This is an optimization exercise on Yosys and OpenROAD, whose aim is small area, a short achievable clock period and few clock cycles per item, not a production implementation.
Function was checked by simulation only, so behaviour that the tests miss may differ from the original.

==> flow/design.v (excerpt) <==
module hxs_fp16_group (
    input  wire         clk,
    input  wire         rst,         
    input  wire         in_valid,
    output wire         in_ready,
    input  wire [127:0] in_a,
    input  wire [127:0] in_b,
    input  wire [7:0]   in_mask,
    input  wire [31:0]  in_acc,
    input  wire         in_has_acc,
    output wire         out_valid,
    input  wire         out_ready,
    output wire [31:0]  out_res,
    output wire         out_nv,
    output wire         out_of
);
Size: ~850 flip-flops, roughly 0.11 mm^2 of cells after synthesis.
==> module hxs_fp16_group, before the edit <==
module hxs_fp16_group (
    input  wire         clk,
    input  wire         rst,         
    input  wire         in_valid,
    output wire         in_ready,
    input  wire [127:0] in_a,
    input  wire [127:0] in_b,
    input  wire [7:0]   in_mask,
    input  wire [31:0]  in_acc,
    input  wire         in_has_acc,
    output wire         out_valid,
    input  wire         out_ready,
    output wire [31:0]  out_res,
    output wire         out_nv,
    output wire         out_of
);
    localparam DEPTH = 5;            
    localparam QN    = DEPTH - 1;    
    reg         v0;
    reg [127:0] a0, b0;
    reg [7:0]   mask0;
    reg [31:0]  acc0;
    reg         has_acc0;
    reg [2:0]   occ;                 
    assign in_ready = (occ < DEPTH);
    wire take_in  = in_valid & in_ready;
    wire take_out = out_valid & out_ready;
    always @(posedge clk) begin
        a0       <= in_a;
        b0       <= in_b;
        mask0    <= in_mask;
        acc0     <= in_acc;
        has_acc0 <= in_has_acc;
        if (rst) begin
            v0  <= 1'b0;
            occ <= 3'd0;
        end else begin
            v0  <= take_in;
            occ <= occ + {2'd0, take_in} - {2'd0, take_out};
        end
    end
    wire [199:0] prod_c;
    wire [39:0]  ks_c;
    wire [7:0]   sneg_c;
    wire [26:0]  acc_sig_c;
    wire [4:0]   acc_ks_c;
    wire         acc_sneg_c;
    wire signed [9:0] emax_c;
    wire         sp_c, sp_nan_c, sp_inf_c, sp_sgn_c, nv_c;
    fp16_group_sum u_sum (
        .a(a0), .b(b0), .mask(mask0), .acc(acc0), .has_acc(has_acc0),
        .prod(prod_c), .ks(ks_c), .sneg(sneg_c), .acc_sig(acc_sig_c),
        .acc_ks(acc_ks_c), .acc_sneg(acc_sneg_c),
        .emax(emax_c), .sp(sp_c), .sp_nan(sp_nan_c), .sp_inf(sp_inf_c),
        .sp_sgn(sp_sgn_c), .nv(nv_c)
    );
    reg         v1;
    reg [199:0] prod1;
    reg [39:0]  ks1;
    reg [7:0]   sneg1;
    reg [26:0]  acc_sig1;
    reg [4:0]   acc_ks1;
    reg         acc_sneg1;
    reg signed [9:0] emax1;
    reg         sp1, sp_nan1, sp_inf1, sp_sgn1, nv1;
    always @(posedge clk) begin
        prod1     <= prod_c;
        ks1       <= ks_c;
        sneg1     <= sneg_c;
        acc_sig1  <= acc_sig_c;
        acc_ks1   <= acc_ks_c;
        acc_sneg1 <= acc_sneg_c;
        emax1     <= emax_c;
        sp1       <= sp_c;
        sp_nan1   <= sp_nan_c;
        sp_inf1   <= sp_inf_c;
        sp_sgn1   <= sp_sgn_c;
        nv1       <= nv_c;
        v1        <= rst ? 1'b0 : v0;
    end
    wire [53:0] mag_c;
    wire        s_neg_c;
    fp16_group_align u_align (
        .prod(prod1), .ks(ks1), .sneg(sneg1), .acc_sig(acc_sig1),
        .acc_ks(acc_ks1), .acc_sneg(acc_sneg1),
        .mag(mag_c), .s_neg(s_neg_c)
    );
    reg         v2;
    reg [53:0]  mag2;
    reg         s_neg2;
    reg signed [9:0] emax2;
    reg         sp2, sp_nan2, sp_inf2, sp_sgn2, nv2;
    always @(posedge clk) begin
        mag2    <= mag_c;
        s_neg2  <= s_neg_c;
        emax2   <= emax1;
        sp2     <= sp1;
        sp_nan2 <= sp_nan1;
        sp_inf2 <= sp_inf1;
        sp_sgn2 <= sp_sgn1;
        nv2     <= nv1;
        v2      <= rst ? 1'b0 : v1;
    end
    wire [31:0] res_c;
    wire        of_c;
    fp16_group_round u_round (
        .mag(mag2), .s_neg(s_neg2), .emax(emax2), .sp(sp2), .sp_nan(sp_nan2), .sp_inf(sp_inf2),
        .sp_sgn(sp_sgn2), .res(res_c), .of(of_c)
    );
    reg         hv;
    reg [31:0]  hres;
    reg         hnv, hof;
    reg [33:0]  q [0:QN-1];
    reg [1:0]   qrp, qwp;
    reg [2:0]   qcnt;
    wire head_free = ~hv | out_ready;
    wire q_pop   = head_free & (qcnt != 3'd0);
    wire to_head = head_free & (qcnt == 3'd0) & v2;
    wire q_push  = v2 & ~to_head;
    always @(posedge clk) begin
        if (q_push) q[qwp] <= {res_c, nv2, of_c};
        if (q_pop) begin
            {hres, hnv, hof} <= q[qrp];
        end else if (to_head) begin
            {hres, hnv, hof} <= {res_c, nv2, of_c};
        end
        if (rst) begin
            hv   <= 1'b0;
            qrp  <= 2'd0;
            qwp  <= 2'd0;
            qcnt <= 3'd0;
        end else begin
            if (head_free) hv <= q_pop | to_head;
            if (q_pop)  qrp <= qrp + 2'd1;
            if (q_push) qwp <= qwp + 2'd1;
            qcnt <= qcnt + {2'd0, q_push} - {2'd0, q_pop};
        end
    end
    assign out_valid = hv;
    assign out_res   = hres;
    assign out_nv    = hnv;
    assign out_of    = hof;
endmodule
export LEC_CHECK = 0
export CAP_MARGIN = 20
export CORE_MARGIN = 2
export CORE_UTILIZATION = 50
export GPL_ROUTABILITY_DRIVEN = 1
export PLACE_DENSITY = 0.6
export SLEW_MARGIN = 20
create_clock -name core_clock -period 60.0 [get_ports {clk}]
run.sh (not shown) runs the stock make flow with config.mk's settings and CLKGATE_MAP_FILE= SYNTH_SCRIPT=/design/flow/synth_recipe.tcl, a recipe that flattens the netlist after the stock synthesis.
Testbench counts at the start, summed over its fixed seeds: cycles 16,032, items 16,000.
Change:
--- a/flow/design.v
+++ b/flow/design.v
@@ -536,11 +536,13 @@
     reg [7:0]   mask0;
     reg [31:0]  acc0;
     reg         has_acc0;
     reg [2:0]   occ;                 
-    assign in_ready = (occ < DEPTH);
-    wire take_in  = in_valid & in_ready;
+    reg         rdy;                 
+    assign in_ready = rdy;
+    wire take_in  = in_valid & rdy;
     wire take_out = out_valid & out_ready;
+    wire [2:0] occ_n = occ + {2'd0, take_in} - {2'd0, take_out};
     always @(posedge clk) begin
         a0       <= in_a;
         b0       <= in_b;
         mask0    <= in_mask;
@@ -548,11 +550,13 @@
         has_acc0 <= in_has_acc;
         if (rst) begin
             v0  <= 1'b0;
             occ <= 3'd0;
+            rdy <= 1'b1;
         end else begin
             v0  <= take_in;
-            occ <= occ + {2'd0, take_in} - {2'd0, take_out};
+            occ <= occ_n;
+            rdy <= occ_n < DEPTH;
         end
     end
     wire [199:0] prod_c;
     wire [39:0]  ks_c;
=>
- The changed run went through all stages and came out clean
- sequential share of layout area decreases by 0.17 points
- via count increases by a few percent
- final cell count increases slightly
- global-route usage increases by 1.2 points
- utilization stays flat
Testbench counts after the change, summed over its fixed seeds: cycles 16,032, items 16,000.

-- afterwards: timing with drivers on the ports --
How much do the figures lean on ideal ports? The routed layouts below were timed once more, with nothing changed but the port constraints. Step 1, drivers: a clkbuf_16 drives clk and a buf_2 each remaining input, both assumed. Step 2 moves the port delays by t, midway between the first and last clock arrival at a register: inputs arrive t later, outputs are due t later. That takes back most of the time a late clock gives input paths. Three values: ideal ports, drivers, drivers and shift; two values: the first two.
| run | shift t [ns] | slack for setup (ns) | hold WS [ns] | clock arrival spread, ns | cell pins on the clock port's net |
|---|---|---|---|---|---|
| the first run | 0.847 | 45.825 / 45.735 / 45.467 | 0.329 / 0.329 / 0.329 | 0.050 / 0.049 | 1 |
| the second run | 0.843 | 46.218 / 46.257 / 45.435 | 0.322 / 0.322 / 0.322 | 0.057 / 0.057 | 1 |
After both steps setup and hold are still met in every run listed. For the second run, which loses most, drivers alone change the setup slack by +0.039 ns; drivers and shift together by -0.783 ns.
